Source: an optimization exercise on an open RTL-to-GDS flow (aim: small area, a short achievable clock period and few clock cycles per item). Production flows keep margins and buffers that such runs may drop.
The RTL was checked by simulation tests, not by an equivalence proof against the original design.
Power figures rest on the tool's default switching activity, not on a simulated workload.

==> design.v <==
module mx_quant (
    input  wire        clk,
    input  wire        rst,
    input  wire        in_valid,
    output wire        in_ready,
    input  wire [31:0] in_data,
    input  wire [15:0] in_rand,
    input  wire [3:0]  in_fmt,
    input  wire [1:0]  in_rmode,
    output wire        out_valid,
    input  wire        out_ready,
    output wire [7:0]  out_elem,
    output wire [7:0]  out_scale,
    output wire        out_last
);
    localparam [2:0] F_E4M3 = 3'd0;
    localparam [2:0] F_E5M2 = 3'd1;
    localparam [2:0] F_E3M2 = 3'd2;
    localparam [2:0] F_E2M3 = 3'd3;
    localparam [2:0] F_E2M1 = 3'd4;
    localparam [2:0] F_INT8 = 3'd5;
    localparam [1:0] RM_RTZ  = 2'd1;
    localparam [1:0] RM_STOC = 2'd2;
    localparam integer NS = 33;      
    reg  [48*NS-1:0] ring;
    wire [47:0] st0  = ring[47:0];
    wire [47:0] st31 = ring[48*31 +: 48];
    wire [47:0] st32 = ring[48*32 +: 48];
    reg  [5:0] head_n;    
    reg  [5:0] fill_n;    
    reg  [5:0] hpos;      
    reg  [5:0] tpos;      
    reg        s0_new;    
    reg        s0_first;  
    wire [6:0] total   = {1'b0, head_n} + {1'b0, fill_n};
    wire       empty   = (head_n == 6'd0) && (fill_n == 6'd0);
    wire       fill_full = (fill_n == 6'd32);
    wire       xfer    = fill_full && (head_n == 6'd0);
    wire       blk_ok  = (head_n != 6'd0) || fill_full;
    reg        out_v;
    wire       en      = !out_v || out_ready;
    wire       issue   = en && !empty && (hpos == 6'd31) && blk_ok;
    assign in_ready = (empty || (tpos == 6'd0)) && (total < 7'd33) &&
                      (!fill_full || (head_n == 6'd0));
    wire       ins     = in_valid && in_ready;
    wire [5:0] fill_eff = xfer ? 6'd0 : fill_n;
    always @(posedge clk) begin
        ring <= {ring[48*(NS-1)-1:0], ins ? {in_rand, in_data} : st32};
    end
    always @(posedge clk) begin
        if (rst) begin
            head_n <= 6'd0;
            fill_n <= 6'd0;
            s0_new <= 1'b0;
        end else begin
            head_n <= (xfer ? 6'd32 : head_n) - {5'd0, issue};
            fill_n <= fill_eff + {5'd0, ins};
            s0_new <= ins;
        end
        s0_first <= (fill_eff == 6'd0);
        tpos <= ins ? 6'd0 : ((tpos == 6'd32) ? 6'd0 : tpos + 6'd1);
        if (empty)
            hpos <= 6'd0;
        else if (issue)
            hpos <= 6'd31;
        else
            hpos <= (hpos == 6'd32) ? 6'd0 : hpos + 6'd1;
    end
    reg [2:0]  fill_fmt;
    reg [1:0]  fill_rm;
    reg [7:0]  acc_max;
    reg [22:0] acc_or;
    reg        acc_spec;
    function [2:0] fmt_code;
        input [3:0] f;
        case (f)
            4'h5:    fmt_code = F_E5M2;
            4'h6:    fmt_code = F_E3M2;
            4'h7:    fmt_code = F_E2M3;
            4'h8:    fmt_code = F_E2M1;
            4'hC:    fmt_code = F_INT8;
            default: fmt_code = F_E4M3;
        endcase
    endfunction
    always @(posedge clk) begin
        if (ins && (fill_eff == 6'd0)) begin
            fill_fmt <= fmt_code(in_fmt);
            fill_rm  <= in_rmode;
        end
    end
    wire [7:0]  s0_e = st0[30:23];
    wire [22:0] s0_f = st0[22:0];
    reg  [7:0]  acc_max_n;
    reg  [22:0] acc_or_n;
    reg         acc_spec_n;
    always @(*) begin
        acc_max_n  = acc_max;
        acc_or_n   = acc_or;
        acc_spec_n = acc_spec;
        if (s0_new) begin
            if (s0_first) begin
                acc_max_n  = s0_e;
                acc_or_n   = s0_f;
                acc_spec_n = (s0_e == 8'hFF);
            end else begin
                acc_max_n  = (s0_e > acc_max) ? s0_e : acc_max;
                acc_or_n   = acc_or | s0_f;
                acc_spec_n = acc_spec | (s0_e == 8'hFF);
            end
        end
    end
    always @(posedge clk) begin
        acc_max  <= acc_max_n;
        acc_or   <= acc_or_n;
        acc_spec <= acc_spec_n;
    end
    function [4:0] lead_pos;
        input [22:0] f;
        integer i;
        begin
            lead_pos = 5'd0;
            for (i = 0; i < 23; i = i + 1)
                if (f[i])
                    lead_pos = i[4:0];
        end
    endfunction
    function [4:0] f_emax;
        input [2:0] c;
        case (c)
            F_E5M2:  f_emax = 5'd15;
            F_E3M2:  f_emax = 5'd4;
            F_E2M3:  f_emax = 5'd2;
            F_E2M1:  f_emax = 5'd2;
            F_INT8:  f_emax = 5'd0;
            default: f_emax = 5'd8;
        endcase
    endfunction
    function signed [8:0] f_emin;
        input [2:0] c;
        case (c)
            F_E5M2:  f_emin = -9'sd14;
            F_E3M2:  f_emin = -9'sd2;
            F_E2M3:  f_emin = 9'sd0;
            F_E2M1:  f_emin = 9'sd0;
            F_INT8:  f_emin = 9'sd0;
            default: f_emin = -9'sd6;
        endcase
    endfunction
    function [2:0] f_mbits;
        input [2:0] c;
        case (c)
            F_E5M2:  f_mbits = 3'd2;
            F_E3M2:  f_mbits = 3'd2;
            F_E2M3:  f_mbits = 3'd3;
            F_E2M1:  f_mbits = 3'd1;
            F_INT8:  f_mbits = 3'd6;
            default: f_mbits = 3'd3;
        endcase
    endfunction
    function [6:0] f_maxcode;
        input [2:0] c;
        case (c)
            F_E5M2:  f_maxcode = 7'h7B;
            F_E3M2:  f_maxcode = 7'h1F;
            F_E2M3:  f_maxcode = 7'h1F;
            F_E2M1:  f_maxcode = 7'h07;
            F_INT8:  f_maxcode = 7'h7F;
            default: f_maxcode = 7'h7E;
        endcase
    endfunction
    wire        nz_zero = (acc_max_n == 8'd0) && (acc_or_n == 23'd0);
    wire signed [9:0] eb_amax = (acc_max_n != 8'd0) ? $signed({2'b00, acc_max_n})
                                                    : $signed({5'd0, lead_pos(acc_or_n)}) - 10'sd22;
    wire signed [9:0] scale_raw = eb_amax - $signed({5'd0, f_emax(fill_fmt)});
    wire        [7:0] nz_scale  = (scale_raw < 10'sd0) ? 8'h00 : scale_raw[7:0];
    wire signed [8:0] nz_emin   = f_emin(fill_fmt);
    wire signed [9:0] nz_kb     = $signed({2'b00, nz_scale}) + $signed({nz_emin[8], nz_emin});
    reg        [7:0] h_scale;    
    reg signed [9:0] h_kb;       
    reg        [2:0] h_fmt;
    reg        [1:0] h_rm;
    reg              h_zero;     
    always @(posedge clk) begin
        if (xfer) begin
            h_scale <= acc_spec_n ? 8'hFF : nz_zero ? 8'h00 : nz_scale;
            h_kb    <= nz_kb;
            h_fmt   <= fill_fmt;
            h_rm    <= fill_rm;
            h_zero  <= acc_spec_n || nz_zero;
        end
    end
    reg        [7:0] b_scale;
    reg signed [9:0] b_kb;
    reg        [2:0] b_fmt;
    reg        [1:0] b_rm;
    reg              b_zero;
    always @(posedge clk) begin
        if (en) begin
            if (xfer) begin
                b_scale <= acc_spec_n ? 8'hFF : nz_zero ? 8'h00 : nz_scale;
                b_kb    <= nz_kb;
                b_fmt   <= fill_fmt;
                b_rm    <= fill_rm;
                b_zero  <= acc_spec_n || nz_zero;
            end else begin
                b_scale <= h_scale;
                b_kb    <= h_kb;
                b_fmt   <= h_fmt;
                b_rm    <= h_rm;
                b_zero  <= h_zero;
            end
        end
    end
    wire [31:0] ax   = st31[31:0];
    wire [15:0] ar   = st31[47:32];
    wire [7:0]  ax_e = ax[30:23];
    wire [22:0] ax_f = ax[22:0];
    wire [4:0]  ax_lz = 5'd22 - lead_pos(ax_f);
    wire [23:0] a_m  = (ax_e != 8'd0) ? {1'b1, ax_f} : ({ax_f, 1'b0} << ax_lz);
    wire signed [9:0] a_eb = (ax_e != 8'd0) ? $signed({2'b00, ax_e}) : -$signed({5'd0, ax_lz});
    reg               p1_v, p1_last, p1_s;
    reg signed [9:0]  p1_eb;
    reg        [23:0] p1_m;
    reg        [15:0] p1_r;
    always @(posedge clk) begin
        if (rst)
            p1_v <= 1'b0;
        else if (en)
            p1_v <= issue;
        if (en) begin
            p1_last <= (head_n == 6'd1);
            p1_s    <= ax[31];
            p1_eb   <= a_eb;
            p1_m    <= a_m;
            p1_r    <= ar;
        end
    end
    wire [2:0]  b_mb = f_mbits(b_fmt);
    wire signed [10:0] b_t = $signed({p1_eb[9], p1_eb}) - $signed({b_kb[9], b_kb});
    wire [4:0]  b_ebias = (b_t > 11'sd0 && p1_m[23]) ? b_t[4:0] : 5'd0;
    wire [10:0] b_negt  = -b_t;
    wire [5:0]  b_shr   = (b_t >= 11'sd0) ? 6'd0 :
                          (b_negt > 11'd24) ? 6'd24 : b_negt[5:0];
    wire [6:0]  b_sh    = 7'd23 - {4'd0, b_mb} + {1'b0, b_shr};
    wire [87:0] b_w     = {p1_m, 64'd0} >> b_sh;
    wire [7:0]  b_n     = b_w[71:64];
    wire [15:0] b_d     = b_w[63:48];
    wire        b_rbit  = b_w[63];
    wire        b_sticky = |b_w[62:0];
    reg b_ru;
    always @(*) begin
        case (b_rm)
            RM_RTZ:  b_ru = 1'b0;
            RM_STOC: b_ru = (b_d > p1_r);
            default: b_ru = b_rbit & (b_sticky | b_n[0]);
        endcase
    end
    reg        p2_v, p2_last, p2_s, p2_ru, p2_zero;
    reg [7:0]  p2_n;
    reg [4:0]  p2_ebias;
    reg [2:0]  p2_fmt;
    reg [7:0]  p2_scale;
    always @(posedge clk) begin
        if (rst)
            p2_v <= 1'b0;
        else if (en)
            p2_v <= p1_v;
        if (en) begin
            p2_last  <= p1_last;
            p2_s     <= p1_s;
            p2_ru    <= b_ru;
            p2_n     <= b_n;
            p2_ebias <= b_ebias;
            p2_fmt   <= b_fmt;
            p2_zero  <= b_zero;
            p2_scale <= b_scale;
        end
    end
    wire [2:0]  c_mb   = f_mbits(p2_fmt);
    wire [8:0]  c_nr   = {1'b0, p2_n} + {8'd0, p2_ru};
    wire [8:0]  c_code = ({4'd0, p2_ebias} << c_mb) + c_nr;
    wire [6:0]  c_max  = f_maxcode(p2_fmt);
    wire [6:0]  c_fp   = (c_code > {2'b00, c_max}) ? c_max : c_code[6:0];
    wire [8:0]  c_lim  = p2_s ? 9'd128 : 9'd127;
    wire [8:0]  c_mag  = (c_code > c_lim) ? c_lim : c_code;
    wire [8:0]  c_neg  = 9'd0 - c_mag;
    reg [7:0] c_elem;
    always @(*) begin
        if (p2_zero)
            c_elem = 8'h00;
        else begin
            case (p2_fmt)
                F_INT8:         c_elem = p2_s ? c_neg[7:0] : c_mag[7:0];
                F_E3M2, F_E2M3: c_elem = {2'b00, p2_s, c_fp[4:0]};
                F_E2M1:         c_elem = {4'b0000, p2_s, c_fp[2:0]};
                default:        c_elem = {p2_s, c_fp[6:0]};
            endcase
        end
    end
    reg [7:0] o_elem, o_scale;
    reg       o_last;
    always @(posedge clk) begin
        if (rst)
            out_v <= 1'b0;
        else if (en)
            out_v <= p2_v;
        if (en) begin
            o_elem  <= c_elem;
            o_scale <= p2_scale;
            o_last  <= p2_last;
        end
    end
    assign out_valid = out_v;
    assign out_elem  = o_elem;
    assign out_scale = o_scale;
    assign out_last  = o_last;
endmodule
==> run.sh <==
#!/bin/bash
# synth_recipe.tcl (not shown) runs the flow's synth.tcl, then flattens the netlist and writes it again
# the make line also repeats each setting of config.mk as NAME=value (left out here)
make -C /OpenROAD-flow-scripts/flow DESIGN_CONFIG=/design/flow/config.mk WORK_HOME=/design/flow/orfs CLKGATE_MAP_FILE= SYNTH_SCRIPT=/design/flow/synth_recipe.tcl finish
==> config.mk <==
export PLATFORM = sky130hd
export DESIGN_NAME = mx_quant
export DESIGN_NICKNAME = mx_quant
export VERILOG_FILES = /design/flow/design.v
export SDC_FILE = /design/flow/constraint.sdc
export NUM_CORES = 4
export LEC_CHECK = 0
export CAP_MARGIN = 20
export CORE_MARGIN = 2
export CORE_UTILIZATION = 40
export SLEW_MARGIN = 20
==> constraint.sdc <==
create_clock -name core_clock -period 28.0 [get_ports {clk}]
set_input_delay 5.6000 -clock core_clock [delete_from_list [all_inputs] [get_ports {clk}]]
set_output_delay 5.6000 -clock core_clock [all_outputs]
set_load 0.01 [all_outputs]
==> qor.yml, run 1 <==
status: "complete, no violations"
routed_wl_um: 78400
critPathArrivalTime_ps: 3690
synthesis.nets: 3461
syn_inst: 3304
required_ps: 22400
numCtsBuffers: 163
synth_area_um2: 47300
antenna_found_initial: 1
tritoncts: "yes"
cpPeakStageDelay_ps: 680
place_hpwl_um: 49500
seq_area_frac_synth_pct: 78.6
fin_crit_sh_pct: 33.2
skew_ps: 59.8
root_buffer: "clkbuf_16"
cts_setup_buffers: 0
finalHoldViolations: 0
crit_chain: "ha_1, a21o_1, a21oi_1, xnor2_1, nor4b_1, a21oi_1, a2111oi_0, clkdlybuf4s50_1"
ys_seq_elements: 1795
fin_util_pct: 47.2
ys_types: 100
cp-end-kind: "output port"
grt_max_degree: 76
fp.coreArea_um2: 118000
p_leak_nw: 22.9
crit_fanout: 6
grt_setup_unrepaired: "no"
synth_area_per_cell_um2: 14.3
synth_edf_count: 126
synth_most_common_cell: "dfxtp_1"
die-width_um: 348
drc: 0
grtUsageTotal_pct: 13.1
synth_area_leaders: "dfxtp_1, edfxtp_1, ha_1, nand2_1, mux2_2"
slew-limit-headroom_pct: 27.8
synth-main-ff-cell: "dfxtp_1"
fin_tns_setup_ps: 0
stdcell_count: 5154
synth_top_area_share_pct: 70.6
period_minus_slack_ps: 9290
worst_pin_slew_ps: 1070
die_h_um: 348
drt_iter0_drc: 1385
ys_top_cells_by_count: "dfxtp_1, nand2_1, nor2_1"
num_antenna_cells: 0
p_per_area_nw_per_um2: 119
htreeDepth: 4
dp_cells: 4856
yosys_warnings: 1
post_drt_wl_per_cell_um: 15.2
hp-class: "reg2reg"
area_growth_pct: 17.5
cts_hold_buf: 0
async_reset_ff_share_pct: 0
gr-total-overflow: 0
cp-start-kind: "flip-flop"
rows: 126
grt_pass1_vias: 22700
max_cap_viol_count: 0
critPathKind: "reg2out"
final_nets: 3642
insertion_delay_ps: 770
start_util_pct: 40.2
boundaryPins: 77
vias: 23400
drtAntennaViolNets: 0
grt_pass1_wl_um: 125000
dieArea_um2: 121000
setup_viol: 0
slew_viol_final: 0
clock_sinks: 1795
clock_path_buffers: 3
fmax_mhz: 108
path_clk_slew_ps: 60
final_layout_size_suffix_gt1_share_pct: 11.3
postCtsResizedCells: 0
worst_path_max_delay_cell: "clkdlybuf4s50_1"
yosysTopAreaCell: "dfxtp_1"
nFillCells: 10100
cpMostUsedCell: "a21oi_1"
portBuffers: 76
vias_per_cell: 4.54
drtPass1Iterations: 6
peakVddDrop_v: 0.0000539
globalplace.congestion: 0.846
per-layer routing:
layer,wire length (um),part of all wire (%),vias up,track usage [%]
met5,0,0,-,0
met4,1900,2.4,0,4.90
met3,3930,5.0,150,2.95
met2,34500,44,533,20.0
met1,38000,49,11100,18.2
li1,-,-,11600,-
state kept, by name, summed over array words and instances (netlist names), 5 cells and up:
register	count
o_scale	8
p2_scale	8
acc_max	8
p1_r	16
h_scale	8
o_elem	8
fill_n	6
b_kb	10
p2_ebias	5
head_n	6
p2_n	8
hpos	6
ring	1584
tpos	6
p1_eb	10
h_kb	10
p1_m	24
acc_or	23
b_scale	8
layout by cell type (no fill, tap or decap), types with 20 or more instances in the layout:
cell type | netlist | routed
nor2b_1 | 29 | 29
mux2i_1 | 63 | 63
o21a_1 | 24 | 24
nor2_1 | 134 | 134
a21o_1 | 31 | 31
a22o_1 | 23 | 23
xnor2_1 | 36 | 36
nand3_1 | 37 | 37
clkbuf_1 | 65 | 29
o21ai_0 | 100 | 100
inv_1 | 107 | 106
edfxtp_1 | 126 | 126
nand4_1 | 20 | 20
ha_1 | 92 | 92
clkbuf_8 | 0 | 37
nand2_1 | 188 | 188
clkinv_2 | 0 | 20
clkbuf_16 | 0 | 166
a21oi_1 | 104 | 103
clkdlybuf4s50_1 | 0 | 76
mux2_2 | 60 | 60
dfxtp_1 | 1669 | 1669
nor3_1 | 46 | 46
worst max-delay path: cells and delay by family (launching register included):
family,cells,cell delay (ps)
simple gates,1,350
compound gates,4,1110
buf+inv,1,680
xor+xnor,1,90
flops,1,440
fa+ha+maj,1,270
worst paths after layout:
kind / from / end / slack (ps) / cells after the start
setup / recovery: fill_n[1] / in_ready / 18710 / 8
hold / removal: ring[285] / ring[333] / 290 / 0
setup reg to reg: p1_eb[0] / p2_ru / 19730 / 33
hold reg to reg: ring[285] / ring[333] / 290 / 0
kinds of logic (layout without fill, tap and decap cells):
kind of cell | Yosys count | in the layout | synth area share [%]
adder cells (fa/ha/maj) | 99 | 99 | 2.73
multiplexers | 142 | 142 | 3.67
AO/OA/AOI/OAI | 461 | 461 | 6.72
flip-flops | 1795 | 1795 | 78.6
buffers and inverters | 187 | 501 | 1.53
other | 1 | 1 | 0.00793
XOR/XNOR | 56 | 56 | 1.04
AND/OR/NAND/NOR | 563 | 563 | 5.69
stage by stage:
step                cell area, um2  power (mW)  setup WS [ps]  hold slack, ps
floorplan                    47300        4.03          18380             310
global placement             49800        4.36          19500             310
detailed placement           49900        4.38          19450             312
CTS                          55600        6.67          18590             291
global route                 55600        6.95          18430             298
finish                       55600        6.60          18710             291
where the power goes:
group	internal, mW	leakage (nW)	switching, mW
clock	1.32	2.80	0.946
combinational	0.463	4.70	0.693
sequential	3.03	15.4	0.149
layout make-up:
cell class	count	area, um2	share of cell area (%)
Inverter	108	410	0.738
Clock buffer	232	4770	8.58
Sequential cell	1795	37200	66.9
Clock inverter	66	970	1.74
Multi-Input combinational cell	1322	9420	16.9
Tap cell	1536	1920	3.46
Timing Repair Buffer	95	903	1.62
Testbench counts, summed over its fixed seeds: cycles 12,568, items 384.
==> run 2: changes to the inputs <==
--- a/config.mk
+++ b/config.mk
@@ -6,4 +6,5 @@
 export NUM_CORES = 4
 export LEC_CHECK = 0
+export ABC_CLOCK_PERIOD_IN_PS = 5000
 export CAP_MARGIN = 20
 export CORE_MARGIN = 2
==> qor.yml, run 2 <==
crit_fanout: 6
hp-class: "reg2reg"
skew_ps: 59.8
die-width_um: 348
pwr-share-comb_pct: 17.5
p_switching_mw: 1.79
fin_util_pct: 47.2
post_drt_wl_per_cell_um: 15.2
fin_ws_ps: 18710
fin_crit_sh_pct: 33.2
grt_max_degree: 76
synth_most_common_cell: "dfxtp_1"
p_total_mw: 6.60
ys_seq_elements: 1795
rows: 126
vias_per_cell: 4.54
place_hpwl_um: 49500
nFillCells: 10100
setup_viol: 0
fmax_mhz: 108
finalHoldViolations: 0
syn_inst: 3304
final_nets: 3642
pwr-share-seq_pct: 48.2
worst_pin_slew_ps: 1070
mostFrequentLayoutCells: "dfxtp_1, nand2_1, clkbuf_16"
drtAntennaViolNets: 0
yosys_warnings: 1
drt_iter0_drc: 1385
post-place-ws_ps: 19450
crit_chain: "ha_1, a21o_1, a21oi_1, xnor2_1, nor4b_1, a21oi_1, a2111oi_0, clkdlybuf4s50_1"
critPathArrivalTime_ps: 3690
synth_area_um2: 47300
async_reset_ff_share_pct: 0
cp-end-kind: "output port"
vias: 23400
final_common_cell: "dfxtp_1"
numCtsBuffers: 163
grt_setup_unrepaired: "no"
regArea_um2: 37200
globalplace.congestion: 0.846
drtPass1Iterations: 6
clkPwrFrac_pct: 34.3
grtUsageTotal_pct: 13.1
start_util_pct: 40.2
synth_top_area_share_pct: 70.6
cpMostUsedCell: "a21oi_1"
ys_types: 100
max_cap_viol_count: 0
top_regs: "ring: 1584 flops, p1_m: 24 flops, acc_or: 23 flops"
ys_top_cells_by_count: "dfxtp_1, nand2_1, nor2_1"
synthesis.nets: 3461
p_per_area_nw_per_um2: 119
synth_area_per_cell_um2: 14.3
drc: 0
p_int_mw: 4.81
fp.coreArea_um2: 118000
fin_tns_setup_ps: 0
largest_reg_flops: 1584
sw_frac_of_total_pct: 27.1
insertion_delay_ps: 770
slew_viol_final: 0
routed_wl_um: 78400
period_minus_slack_ps: 9290
postCtsResizedCells: 0
top_register: "ring"
dieArea_um2: 121000
die_h_um: 348
worst_path_max_delay_cell: "clkdlybuf4s50_1"
clock_sinks: 1795
p_leak_nw: 22.9
synth-main-ff-cell: "dfxtp_1"
gr-total-overflow: 0
cts_setup_buffers: 0
multi_input_area_um2: 9420
synth_edf_count: 126
seq_area_frac_synth_pct: 78.6
area_growth_pct: 17.5
tritoncts: "yes"
cpPeakStageDelay_ps: 680
yosysTopAreaCell: "dfxtp_1"
portBuffers: 76
num_antenna_cells: 0
slew-limit-headroom_pct: 27.8
boundaryPins: 77
final_layout_size_suffix_gt1_share_pct: 11.3
peakVddDrop_v: 0.0000539
antenna_found_initial: 1
status: "complete, no violations"
clock_path_buffers: 3
required_ps: 22400
synth_area_leaders: "dfxtp_1, edfxtp_1, ha_1, nand2_1, mux2_2"
grt_pass1_vias: 22700
root_buffer: "clkbuf_16"
path_clk_slew_ps: 60
cp-start-kind: "flip-flop"
critPathKind: "reg2out"
cts_hold_buf: 0
htreeDepth: 4
grt_pass1_wl_um: 125000
-- run 2: routing by layer --
| layer | vias to the layer above | track usage [%] | wire length [um] |
|---|---|---|---|
| met5 | - | 0 | 0 |
| met4 | 0 | 4.90 | 1900 |
| met3 | 150 | 2.95 | 3930 |
| met2 | 533 | 20.0 | 34500 |
| met1 | 11100 | 18.2 | 38000 |
| li1 | 11600 | - | - |
-- run 2: final timing paths --
check | start | endpoint | slack, ps | cells after the start
max | fill_n[1] | in_ready | 18710 | 8
max reg2reg | p1_eb[0] | p2_ru | 19730 | 33
min | ring[285] | ring[333] | 290 | 0
min reg2reg | ring[285] | ring[333] | 290 | 0
-- run 2: cells by family (layout without fill, tap and decap cells) --
family,after synthesis,in the layout,share of synthesized area [%]
other,1,1,0.00793
buffers and inverters,187,501,1.53
adder cells (fa/ha/maj),99,99,2.73
multiplexers,142,142,3.67
AND/OR/NAND/NOR,563,563,5.69
AO/OA/AOI/OAI,461,461,6.72
flip-flops,1795,1795,78.6
XOR/XNOR,56,56,1.04
-- run 2: critical path: cells and delay by family (launching register included) --
family / cells / cell delay [ps]
AO/OA/AOI/OAI: 4 / 1110
XOR/XNOR: 1 / 90
buffers and inverters: 1 / 680
AND/OR/NAND/NOR: 1 / 350
flip-flops: 1 / 440
adder cells (fa/ha/maj): 1 / 270
-- run 2: through the flow --
stage / instances / instance area [um2] / hold WS, ps
2_1_floorplan: 3304 / 47300 / 310
3_3_place_gp: 4856 / 49800 / 310
3_5_place_dp: 4856 / 49900 / 312
4_1_cts: 5154 / 55600 / 291
5_1_grt: 5154 / 55600 / 298
6_report: 5154 / 55600 / 291
-- run 2: power groups by stage --
stage	clock [mW]	sequential [mW]	combinational, mW
4_1_cts	2.33	3.19	1.15
2_1_floorplan	0	3.17	0.865
3_3_place_gp	0	3.23	1.14
3_5_place_dp	0	3.23	1.14
5_1_grt	2.44	3.22	1.28
6_report	2.27	3.18	1.16
-- run 2: final cells by class --
type | count | share of cell area, %
Clock buffer | 232 | 8.58
Clock inverter | 66 | 1.74
Inverter | 108 | 0.738
Multi-Input combinational cell | 1322 | 16.9
Sequential cell | 1795 | 66.9
Tap cell | 1536 | 3.46
Timing Repair Buffer | 95 | 1.62
==> run 3: changes to the inputs <==
--- a/config.mk
+++ b/config.mk
@@ -6,7 +6,8 @@
 export NUM_CORES = 4
 export LEC_CHECK = 0
-export ABC_CLOCK_PERIOD_IN_PS = 5000
 export CAP_MARGIN = 20
 export CORE_MARGIN = 2
 export CORE_UTILIZATION = 40
+export CTS_BUF_LIST = sky130_fd_sc_hd__clkbuf_4
+export CTS_CLUSTER_SIZE = 20
 export SLEW_MARGIN = 20
==> qor.yml, run 3 <==
path_clk_slew_ps: 70
top_register: "ring"
fin_tns_setup_ps: 0
crit_fanout: 6
cpMostUsedCell: "a21oi_1"
die-width_um: 348
clock_sinks: 1795
grtUsageTotal_pct: 13.4
boundaryPins: 77
top_regs: "ring: 1584 flops, p1_m: 24 flops, acc_or: 23 flops"
stdcell_count: 5577
final_common_cell: "dfxtp_1"
reg2reg_depth: 33
finalHoldViolations: 0
clock_path_buffers: 4
holdPathStages: 0
postCtsResizedCells: 0
slew_viol_final: 0
gr-total-overflow: 0
slew-limit-headroom_pct: 27.6
synth_top_area_share_pct: 70.6
ys_seq_elements: 1795
drt_iter0_drc: 1258
synth_most_common_cell: "dfxtp_1"
grt_pass1_vias: 24900
drtPass1Iterations: 5
ys_types: 100
dieArea_um2: 121000
required_ps: 22400
synth_area_per_cell_um2: 14.3
portBuffers: 76
ys_top_cells_by_count: "dfxtp_1, nand2_1, nor2_1"
worst_path_max_delay_cell: "clkdlybuf4s50_1"
skew_ps: 146
p_per_area_nw_per_um2: 115
cp-end-kind: "output port"
tritoncts: "yes"
largest_reg_flops: 1584
numCtsBuffers: 418
syn_inst: 3304
routed_wl_um: 79600
post_drt_wl_per_cell_um: 14.3
cts_hold_buf: 0
rr_startpoint: "p1_eb[0]"
grt_pass1_wl_um: 128000
htreeDepth: 5
worst_pin_slew_ps: 1070
status: "complete, no violations"
root_buffer: "clkbuf_4"
grt_max_degree: 76
rows: 126
die_h_um: 348
synth_area_leaders: "dfxtp_1, edfxtp_1, ha_1, nand2_1, mux2_2"
synthesis.nets: 3461
grt_setup_unrepaired: "no"
min-delay-start: "ring[1140]"
period_minus_slack_ps: 9690
reg2reg_to: "p2_ru"
synth_area_um2: 47300
hold_path_end: "ring[1188]"
max_cap_viol_count: 0
final_nets: 3897
antenna_found_initial: 4
setup_viol: 0
rrSetupSlack_ps: 19690
p_leak_nw: 23.3
peakVddDrop_v: 0.0000512
cp-start-kind: "flip-flop"
vias_per_cell: 4.44
globalplace.congestion: 0.846
insertion_delay_ps: 1210
dp_cells: 4856
cpPeakStageDelay_ps: 680
hp-class: "reg2reg"
fin_crit_sh_pct: 34.6
synth-main-ff-cell: "dfxtp_1"
place_hpwl_um: 49500
yosys_warnings: 1
synth_edf_count: 126
yosysTopAreaCell: "dfxtp_1"
fp.coreArea_um2: 118000
area_growth_pct: 16.5
final_layout_size_suffix_gt1_share_pct: 19.6
fmax_mhz: 103
seq_area_frac_synth_pct: 78.6
critPathKind: "reg2out"
mostFrequentLayoutCells: "dfxtp_1, clkbuf_4, nand2_1"
drtAntennaViolNets: 0
cts_setup_buffers: 0
vias: 24800
critPathArrivalTime_ps: 4090
crit_chain: "ha_1, a21o_1, a21oi_1, xnor2_1, nor4b_1, a21oi_1, a2111oi_0, clkdlybuf4s50_1"
start_util_pct: 40.2
drc: 0
async_reset_ff_share_pct: 0
[run 3: layout make-up]
| class | count | area, um2 |
|---|---|---|
| Fill cell | 10400 | 62700 |
| Sequential cell | 1795 | 37200 |
| Multi-Input combinational cell | 1322 | 9420 |
| Clock buffer | 622 | 4670 |
| Tap cell | 1536 | 1920 |
| Timing Repair Buffer | 95 | 903 |
| Clock inverter | 95 | 568 |
| Inverter | 108 | 410 |
| Antenna cell | 4 | 10.0 |
[run 3: per-layer routing]
| layer | up-vias | GRT usage [%] | share of wire [%] |
|---|---|---|---|
| met5 | - | 0 | 0 |
| met1 | 11700 | 17.7 | 48 |
| li1 | 12400 | - | - |
| met2 | 559 | 20.2 | 45 |
| met3 | 118 | 4.14 | 5.0 |
| met4 | 0 | 6.10 | 2.0 |
[run 3: through the flow]
step | power [mW] | util [%] | area (um2) | setup slack (ps) | hold slack, ps
floorplan | 4.03 | - | 47300 | 18380 | 310
global placement | 4.36 | 42.3 | 49800 | 19500 | 310
detailed placement | 4.38 | 42.3 | 49900 | 19450 | 312
CTS | 6.41 | 46.8 | 55100 | 18020 | 240
global route | 6.71 | 46.8 | 55100 | 17890 | 243
finish | 6.31 | 46.8 | 55100 | 18310 | 253
[run 3: critical path, delay by kind of cell, from the launching register on]
kind,cells,cell delay (ps)
adder cells (fa/ha/maj),1,280
AO/OA/AOI/OAI,4,1100
flip-flops,1,450
XOR/XNOR,1,90
AND/OR/NAND/NOR,1,350
buffers and inverters,1,680
[run 3: how the worst max path moves through the flow]
stage / start / end / slack, ps / cells after the start
2_1_floorplan: out_ready / head_n[5] / 18380 / 11
3_3_place_gp: fill_n[1] / in_ready / 19500 / 8
3_5_place_dp: fill_n[1] / in_ready / 19450 / 8
4_1_cts: fill_n[1] / in_ready / 18020 / 8
5_1_grt: fill_n[1] / in_ready / 17890 / 8
6_report: fill_n[1] / in_ready / 18310 / 8
[run 3: power breakdown]
group	internal, mW	switching, mW
clock	1.07	0.906
sequential	3.03	0.148
combinational	0.463	0.692
[run 3: cell families after synthesis]
| family | synth area share [%] |
|---|---|
| AOI/OAI and AO/OA | 6.72 |
| xor gates and xnor gates | 1.04 |
| adders and majority gates | 2.73 |
| buffers and inverters | 1.53 |
| DFF | 78.6 |
| muxes | 3.67 |
| other | 0.00793 |
| and+or+nand+nor | 5.69 |

==> re-timing with driven ports <==
The flow's constraints put no driver on any port. The routed layouts listed below were extracted and timed again, unchanged, in two steps.
Step 1 assumes that a clkbuf_16 drives the clock port and a buf_2 every other input.
Step 2 moves the port delays by t, midway between the first and last clock arrival at a register: inputs arrive t later, outputs are due t later. That takes back most of the time a late clock gives input paths.
Three values: ideal ports, drivers, drivers and shift; two values: the first two.
| run | t (ns) | slack for setup (ns) | worst setup path after step 2 | slew at the worst register clock pin (ns) |
|---|---|---|---|---|
| run 1 | 0.806 | 18.714 / 18.644 / 19.450 | register to output | 0.07 / 0.07 |
| run 2 | 0.806 | 18.714 / 18.644 / 19.450 | register to output | 0.07 / 0.07 |
| run 3 | 1.200 | 18.308 / 18.245 / 19.445 | register to output | 0.08 / 0.08 |
After both steps setup and hold are still met in every run listed.
